Background: an optimization exercise with open tools, aiming at small area, a short achievable clock period and few clock cycles. Do not read the settings as production practice.
Only simulation tests tie the RTL to the original design; equivalence was not proved.
Power and IR drop assume default switching activity.

==> flow/design.v <==
module cdc_enc (
    input  wire        clk,
    input  wire        rst,
    input  wire        in_valid,
    output wire        in_ready,
    input  wire [63:0] in_data,
    input  wire        in_last,
    output wire        out_valid,
    input  wire        out_ready,
    output wire [63:0] out_data,
    output wire        out_last
);
    localparam [1:0] PH_CLR = 2'd0, PH_P1 = 2'd1, PH_CALC = 2'd2, PH_P2 = 2'd3;
    localparam [1:0] T_NONE = 2'd0, T_DELTA = 2'd1, T_XOR = 2'd2;
    function [6:0] bitlen;
        input [63:0] v;
        integer k;
        begin
            bitlen = 7'd0;
            for (k = 0; k < 64; k = k + 1)
                if (v[k]) bitlen = k[6:0] + 7'd1;
        end
    endfunction
    function [63:0] zz;
        input [63:0] d;
        begin
            zz = {d[62:0], 1'b0} ^ {64{d[63]}};
        end
    endfunction
    function sum_eq;
        input [63:0] x, y, z;
        reg   [63:0] p, need, cout;
        begin
            p    = x ^ y;
            need = p ^ z;                        
            cout = (p & ~z) | (~p & x);          
            sum_eq = !need[0] && ({cout[62:0]} == need[63:1]);
        end
    endfunction
    reg  [1:0]   ph;
    reg  [3:0]   cs;           
    reg          ir;           
    reg          a_v, a_last;
    reg  [63:0]  A, B, R;
    reg  [9:0]   ac;           
    reg          ge1, ge2;     
    reg  [9:0]   cnt;          
    reg  [63:0]  mn;
    reg  [63:0]  O;            
    reg          o_v, o_last;
    reg  [135:0] acc;          
    reg  [7:0]   n;            
    reg  [9:0]   runs_n, runs_d, runs_x;
    reg  [6:0]   w;
    reg  [9:0]   q;
    reg  [9:0]   best_q;       
    reg  [6:0]   best_w;
    reg  [1:0]   best_tr;
    reg          best_rle;
    reg          raw;
    reg  [8:0]   L;            
    reg          fp, dr;       
    assign in_ready  = ir;
    assign out_valid = o_v;
    assign out_data  = O;
    assign out_last  = o_last;
    wire p1   = (ph == PH_P1);
    wire p2   = (ph == PH_P2);
    wire calc = (ph == PH_CALC);
    wire in_fire  = in_valid && ir;
    wire out_fire = o_v && out_ready;
    wire t_none  = (best_tr == T_NONE);
    wire t_delta = (best_tr == T_DELTA);
    wire t_xor   = (best_tr == T_XOR);
    function step_ok;
        input [1:0] f_ph;
        input       f_ge1, f_ov, f_fp, f_dr;
        input [7:0] f_n;
        begin
            step_ok = (f_ph == PH_P1 && (f_ge1 || !f_ov)) ||
                      (f_ph == PH_P2 && !f_fp && !f_dr && (f_ge1 ? (f_n < 8'd64) : !f_ov));
        end
    endfunction
    wire step  = a_v && step_ok(ph, ge1, o_v, fp, dr, n);
    wire st_p1 = step && p1;
    wire st_p2 = step && p2;
    wire fl    = p2 && fp && (n < 8'd64);
    wire [63:0] sub_m = calc ? O : A;
    wire [63:0] sub_s = (calc || (p2 && t_none)) ? mn : B;
    wire [63:0] sub   = sub_m - sub_s;
    wire eq_ab = (A == B);
    wire eq_ar = (A == R);
    wire chk   = p2 ? sum_eq(B, R, A) : sum_eq(A, R, {B[62:0], 1'b0});
    wire [63:0] v    = t_none ? R : t_delta ? zz(R) : (B ^ R);
    wire        endf = t_none ? !eq_ab : t_delta ? !chk : !eq_ar;
    wire        vld  = t_none || ge2;
    wire        emit_s = st_p2 && ge1 && vld && (!best_rle || endf);
    wire        emit_f = fl && (t_none || (cnt > 10'd1));
    wire        emit   = emit_s || emit_f;
    wire [72:0] f    = best_rle ? {v, L} : {9'd0, v};
    wire [7:0]  fw   = best_rle ? ({1'b0, best_w} + 8'd9) : {1'b0, best_w};
    wire [135:0] shf  = {63'd0, f} << n[5:0];
    wire         st1  = st_p1 && ge1;
    wire [135:0] accp = acc | (emit ? shf : 136'd0) |
                        (st1 ? {8'd0, A ^ B, zz(sub)} : 136'd0);
    wire [7:0]   np   = emit ? (n + fw) : n;
    wire o_free = !o_v || out_ready;
    wire xfer   = p2 && o_free && ((np >= 8'd64) || ((dr || fl) && np != 8'd0));
    wire [63:0] pe_in = (cs == 4'd0) ? sub : acc[63:0];
    wire [6:0]  pe    = bitlen(pe_in);
    reg  [9:0]  m_a;
    always @* begin
        case (cs)
        4'd1:        m_a = cnt;
        4'd2:        m_a = runs_n;
        4'd5:        m_a = runs_d;
        4'd8:        m_a = runs_x;
        default:     m_a = cnt - 10'd1;
        endcase
    end
    wire        m_rle = (cs == 4'd2) || (cs == 4'd5) || (cs == 4'd8);
    wire [6:0]  m_c   = m_rle ? (w + 7'd9) : w;
    wire [16:0] m_p   = m_a * m_c;
    wire [9:0]  m_q   = (m_p + 17'd63) >> 6;
    wire        cmp_now = (cs == 4'd3) || (cs == 4'd5) || (cs == 4'd6) ||
                          (cs == 4'd8) || (cs == 4'd9);
    wire        better  = (q < best_q);
    wire [1:0]  cand_tr = (cs <= 4'd3) ? T_NONE : (cs <= 4'd6) ? T_DELTA : T_XOR;
    wire        cand_rle = (cs == 4'd3) || (cs == 4'd6) || (cs == 4'd9);
    wire [10:0] raw_l = {1'b0, best_q} + 11'd2;
    wire        is_raw = raw_l >= {1'b0, cnt};
    wire [7:0]  flags = raw ? 8'h01 : {4'd0, best_rle, best_tr, 1'b0};
    wire [63:0] hdr0  = {3'd0, best_q, 3'd0, 8'h00, 1'b0, (raw ? 7'd0 : best_w),
                         6'd0, cnt, flags, 8'hB5};
    reg [1:0] ph_n;
    reg       a_v_n, o_v_n, ge1_n, fp_n, dr_n;
    reg [7:0] n_n;
    always @* begin
        ph_n  = ph;
        a_v_n = a_v;
        o_v_n = o_v;
        ge1_n = ge1;
        fp_n  = fp;
        dr_n  = dr;
        n_n   = np;
        if (step) a_v_n = 1'b0;
        if (in_fire) a_v_n = 1'b1;
        if (out_fire) o_v_n = 1'b0;
        if (xfer) begin
            o_v_n = 1'b1;
            n_n   = (np >= 8'd64) ? (np - 8'd64) : 8'd0;
        end
        case (ph)
        PH_CLR:  if (cs == 4'd2) ph_n = PH_P1;
        PH_P1:   if (step) begin
                     ge1_n = !a_last;
                     if (a_last) ph_n = PH_CALC;
                 end
        PH_CALC: if (cs == 4'd11) begin
                     ph_n  = PH_P2;
                     o_v_n = 1'b1;
                 end
        PH_P2: begin
            if (step) begin
                ge1_n = 1'b1;
                if (!ge1) o_v_n = 1'b1;
                if (a_last) fp_n = 1'b1;
            end
            if (fl) begin
                fp_n  = 1'b0;
                dr_n  = 1'b1;
                ge1_n = 1'b0;
            end
            if (dr && best_q == 10'd0) begin
                dr_n = 1'b0;
                ph_n = PH_P1;
            end
        end
        endcase
    end
    wire ir_n = !a_v_n || step_ok(ph_n, ge1_n, o_v_n, fp_n, dr_n, n_n);
    always @(posedge clk) begin
        if (rst) begin
            ph  <= PH_CLR;
            cs  <= 4'd0;
            ir  <= 1'b0;
            a_v <= 1'b0;
            ac  <= 10'd0;
            ge1 <= 1'b0;
            ge2 <= 1'b0;
            o_v <= 1'b0;
            n   <= 8'd0;
            fp  <= 1'b0;
            dr  <= 1'b0;
        end else begin
            ph  <= ph_n;
            ir  <= ir_n;
            a_v <= a_v_n;
            o_v <= o_v_n;
            n   <= n_n;
            fp  <= fp_n;
            dr  <= dr_n;
            ge1 <= ge1_n;
            if (in_fire)
                ac <= (in_last || ac == 10'd511) ? 10'd0 : ac + 10'd1;
            if (step) ge2 <= ge1 && !(p1 && a_last);
            if (fl)   ge2 <= 1'b0;
            if (ph == PH_CLR || ph == PH_CALC)
                cs <= (ph_n != ph) ? 4'd0 : cs + 4'd1;
            else
                cs <= 4'd0;
        end
    end
    always @(posedge clk) begin
        if (in_fire) begin
            A      <= in_data;
            a_last <= in_last || (ac == 10'd511);
        end
        if (step) begin
            B <= A;
            R <= (p2 && !t_xor) ? sub : B;
        end
        if (ph == PH_CLR || (calc && (cs == 4'd3 || cs == 4'd6)))
            acc <= acc >> 64;
        else if (xfer)
            acc <= accp >> 64;
        else
            acc <= accp;
        if (xfer) begin
            O      <= accp[63:0];
            o_last <= (best_q == 10'd1);
            best_q <= best_q - 10'd1;
        end else if (st_p2 && !ge1) begin
            O      <= t_none ? mn : A;
            o_last <= (best_q == 10'd0);
        end else if (calc && cs == 4'd11) begin
            O      <= hdr0;
            o_last <= 1'b0;
        end else if (st_p1 && (!ge1 || A > O)) begin
            O      <= A;
        end
        if (st_p1) begin
            if (!ge1) begin
                mn     <= A;
                cnt    <= 10'd1;
                runs_n <= 10'd1;
                runs_d <= 10'd0;
                runs_x <= 10'd0;
            end else begin
                if (A < mn) mn <= A;
                cnt <= cnt + 10'd1;
                if (!eq_ab) runs_n <= runs_n + 10'd1;
                if (!ge2) begin
                    runs_d <= 10'd1;
                    runs_x <= 10'd1;
                end else begin
                    if (!chk)   runs_d <= runs_d + 10'd1;
                    if (!eq_ar) runs_x <= runs_x + 10'd1;
                end
            end
        end
        if (calc) begin
            case (cs)
            4'd0, 4'd3, 4'd6: w <= pe;
            default: ;
            endcase
            q <= m_q;
            if (cs == 4'd2 || (cmp_now && better)) begin
                best_q   <= q;
                best_tr  <= cand_tr;
                best_rle <= cand_rle;
                best_w   <= w;
            end
            if (cs == 4'd10) begin
                raw <= is_raw;
                if (is_raw) begin
                    best_q   <= cnt;
                    best_tr  <= T_NONE;
                    best_rle <= 1'b0;
                    best_w   <= 7'd64;
                    mn       <= 64'd0;
                end
            end
        end
        if (st_p2 && !ge1) L <= 9'd0;
        else if (st_p2 && vld && best_rle) L <= endf ? 9'd0 : L + 9'd1;
    end
endmodule
==> flow/run.sh <==
#!/bin/bash
# synth_recipe.tcl (not shown) runs the flow's synth.tcl, then flattens the netlist and writes it again
# the make line also repeats each setting of config.mk as NAME=value (left out here)
make -C /OpenROAD-flow-scripts/flow DESIGN_CONFIG=/design/flow/config.mk WORK_HOME=/design/flow/orfs CLKGATE_MAP_FILE= SYNTH_SCRIPT=/design/flow/synth_recipe.tcl finish
==> flow/config.mk <==
export PLATFORM = sky130hd
export DESIGN_NAME = cdc_enc
export DESIGN_NICKNAME = cdc_enc
export VERILOG_FILES = /design/flow/design.v
export SDC_FILE = /design/flow/constraint.sdc
export NUM_CORES = 4
export LEC_CHECK = 0
export CAP_MARGIN = 20
export CORE_MARGIN = 2
export CORE_UTILIZATION = 40
export SLEW_MARGIN = 20
==> flow/constraint.sdc <==
create_clock -name core_clock -period 13.0 [get_ports {clk}]
set_input_delay 2.6000 -clock core_clock [delete_from_list [all_inputs] [get_ports {clk}]]
set_output_delay 2.6000 -clock core_clock [all_outputs]
set_load 0.01 [all_outputs]
==> impl_metrics.json <==
{
  "leakagePower_nw": 23.3,
  "p_switching_w": 0.00501,
  "ys_types": 98,
  "cts_setup_buffers": 0,
  "p_seq_share_pct": 25.7,
  "cts_tree": "yes",
  "reg2reg_depth": 23,
  "grt_pass1_wl_um": 367000,
  "gp_congestion": 1.15,
  "cts_hold_buf": 0,
  "ant_nets": 0,
  "rrSetupSlack_ps": 4570,
  "max_slew_margin_pct": 7.46,
  "drtIter0Drc": 7835,
  "pin_count": 136,
  "power.density_nw_per_um2": 188,
  "crit_path_max_fanout": 69,
  "path_cells": "buf_4 -> or2_2 -> a21boi_4 -> buf_12 -> mux2_2 -> ha_1 -> inv_1 -> fa_1 -> a211oi_1 -> o21a_1 -> a221o_1 -> a211oi_1 -> nor2_1 -> o221ai_1 -> buf_4 -> o21ai_1 -> a211oi_1 -> a211oi_1 -> o31ai_1 -> o21ai_0 -> nor3_2 -> o211ai_1 -> a31oi_1",
  "cts_num_sinks": 576,
  "drv_slew": 0,
  "start_util_pct": 40.3,
  "path_buf_inv": 4,
  "numCtsBuffers": 74,
  "synthArstFlopShare_pct": 0,
  "die-height_um": 368,
  "dieArea_sq_um": 135000,
  "synth-seq-cells": 576,
  "via_count": 50633,
  "maxCapViolations": 0,
  "syn_nets": 6517,
  "rr_startpoint": "best_tr[1]",
  "portBuffers": 135,
  "synth_top_cell_area_share_pct": 18.5,
  "postSynthCellCount": 6133,
  "drc_errors": 0,
  "synth_edf_count": 326,
  "fin_skew_ps": 40.8,
  "fin_crit_sh_pct": 64.9,
  "synth_top_flop_cell": "edfxtp_1",
  "crit_slowest_cell": "o31ai_1",
  "synth_top_area_cell": "edfxtp_1",
  "drt-wirelength-per-cell_um": 34.2,
  "synthToLayoutAreaGrowth_pct": 9.42,
  "p_int_w": 0.00588,
  "hp-class": "reg2reg",
  "grt_pass1_vias": 46132,
  "r2r_end": "w[4]",
  "syn-cell-area_sq_um": 52900,
  "setup_violations": 0,
  "tns_ps": 0,
  "final_nets": 6340,
  "start_kind": "register",
  "combPwrFrac_pct": 55.1,
  "yosysMostFrequentCell": "nor2_1",
  "avgSynthCellArea_sq_um": 8.63,
  "critical_path_class": "reg2reg",
  "track_usage_pct": 38.0,
  "insertion_delay_ps": 720,
  "cp_top_family": "compound AO/OA/AOI/OAI gates",
  "status": "timing/DRC/antenna clean",
  "via_per_inst": 6.51,
  "fmax_mhz": 119,
  "rsz0062_at_grt": "false",
  "clockRootBuffer": "clkbuf_16",
  "finalHoldViolCount": 0,
  "hpwl_um": 208000,
  "yosys_warnings": 1,
  "grt_max_degree": 75,
  "critPathLaunch": "best_tr[1]",
  "tightestPinTransition_ps": 1370,
  "synth_top_cells_by_area": "edfxtp_1 (18%), dfxtp_1 (9.5%), ha_1 (6.4%)",
  "antenna_found_initial": 27,
  "crit_path_end_kind": "register",
  "core_sq_um": 131000,
  "path_clk_slew_ps": 60,
  "vdd_drop_max_mv": 0.245,
  "cp-endpoint": "w[4]",
  "dieWidth_um": 368,
  "cts_resized": 0,
  "drt-total-wl_um": 266000,
  "crit_required_ps": 13550,
  "p_clk_share_pct": 19.3,
  "firstDrtPassIters": 9,
  "htreeDepth": 3,
  "clock_path_buffers": 3,
  "cp_slowest_stage_delay_ps": 740,
  "drive_gt1_share_pct": 9.15,
  "rows": 133,
  "cp_num_cells": 23,
  "p_sw_share_pct": 46.0,
  "cp_common_cell": "a211oi_1",
  "min_period_ps": 8430,
  "yosysSeqAreaShare_pct": 27.9,
  "hold_slack_ps": 436,
  "synth_common_cells": "nor2_1 (541), nand2_1 (425), a21oi_1 (404)",
  "arrival_ps": 8980,
  "overflow": 0
}
==> metal layers <==
metal	part of all wire [%]	track usage, %	vias to the layer above	wire, um
met4	6.9	21.9	26	18400
met5	0.063	0.0712	-	168
met1	41	51.1	24906	109000
met3	11	10.0	617	29200
li1	-	-	21848	-
met2	41	54.8	3236	109000
==> power groups by stage <==
stage                     Combinational, W  Sequential (W)  Clock [W]
after floorplan                    0.00413         0.00256          0
after global placement             0.00573         0.00281          0
after detailed placement           0.00584         0.00282          0
after CTS                          0.00588         0.00278    0.00211
after global routing               0.00650         0.00282    0.00218
final                              0.00600         0.00279    0.00210
==> registers in the layout (all words and copies together), names as in the netlist, 64 cells and up <==
register,cells
O,64
A,64
B,64
acc,136
mn,64
R,64
==> cell families after synthesis <==
kind of cell / count (synthesis) / share of synthesized area, %
and+or+nand+nor: 1683 / 15.1
AOI/OAI and AO/OA: 1607 / 20.2
buffers and inverters: 837 / 6.25
xor gates and xnor gates: 600 / 10.9
DFF: 576 / 27.9
muxes: 457 / 10.4
adders and majority gates: 373 / 9.18
==> worst register-to-register path, delay by kind of cell (launching register included) <==
family	cells	cell delay, ps
AO/OA/AOI/OAI	13	4500
multiplexers	1	420
buffers and inverters	4	1160
adder cells (fa/ha/maj)	2	430
flip-flops	1	370
AND/OR/NAND/NOR	3	1400
==> placed cells by master (no fill, tap or decap), types with 43 or more instances in the layout <==
cell type	n
nand3_1	112
o22ai_1	56
maj3_1	58
fa_1	45
dfxtp_1	247
clkdlybuf4s50_1	135
and2_1	46
xnor2_1	326
a221oi_1	68
nor2_1	538
mux4_2	63
o21ai_0	344
and3_1	64
buf_4	111
a21oi_1	399
inv_1	327
a31oi_1	44
nor2b_1	67
edfxtp_1	326
a32oi_1	47
o21a_1	97
a21o_1	98
mux2_2	120
ha_1	270
clkbuf_16	77
nand2b_1	73
a221o_1	43
nand2_1	419
nand4_1	79
xor2_1	236
mux2i_1	272
nor3_1	82
==> worst min-delay path by stage <==
stage	from	endpoint	slack [ps]	depth (start not counted)
2_1_floorplan	acc[74]	acc[10]	420	2
3_3_place_gp	acc[98]	acc[34]	430	2
3_5_place_dp	acc[98]	acc[34]	430	2
4_1_cts	acc[98]	acc[34]	440	2
5_1_grt	acc[133]	acc[133]	460	2
6_report	acc[98]	acc[34]	440	2
==> per-stage QoR <==
step | area [sq um] | power, W | util [%] | setup WS [ps] | cells
after detailed placement | 55500 | 0.00866 | 42.2 | 4820 | 7635
after global placement | 55500 | 0.00854 | 42.2 | 4170 | 7633
after CTS | 57900 | 0.0108 | 44.0 | 4790 | 7768
after floorplan | 52900 | 0.00669 | - | 6380 | 6133
final | 57900 | 0.0109 | 44.1 | 4570 | 7777
after global routing | 57900 | 0.0115 | 44.1 | 4470 | 7771
==> cell type report <==
cell class,instances,area (sq um)
Fill cell,13024,73500
Multi-Input combinational cell,4720,35100
Sequential cell,576,14800
Timing Repair Buffer,248,2210
Tap cell,1755,2200
Clock buffer,103,2090
Inverter,336,1270
Clock inverter,30,289
Antenna cell,9,22.5
Testbench counts, summed over its fixed seeds: cycles 94,973.

[separate check: timing with driven ports]
How much do the figures lean on ideal ports? The routed layout below was timed once more, with nothing changed but the port constraints. Step 1 assumes that a clkbuf_16 drives the clock port and a buf_2 every other input. Step 2 adds t to the input delays and takes it off the output delays; t is the mean of the earliest and latest rising clock arrival at the registers after step 1. Input paths then give back, and output paths get back, about the clock's delay inside the block. Three values: ideal, step 1, step 2; two values: the first two.
shift t [ns]: 0.778
slack for setup (ns): 4.566 / 4.566 / 4.566
worst setup path after step 2: register to register
worst register clock-pin slew, ns: 0.07 / 0.07
pins driven straight from the clock port: 1
After both steps this run still meets setup and hold. The setup slack of this run moves by 0.000 ns with the drivers and by 0.000 ns with both steps.
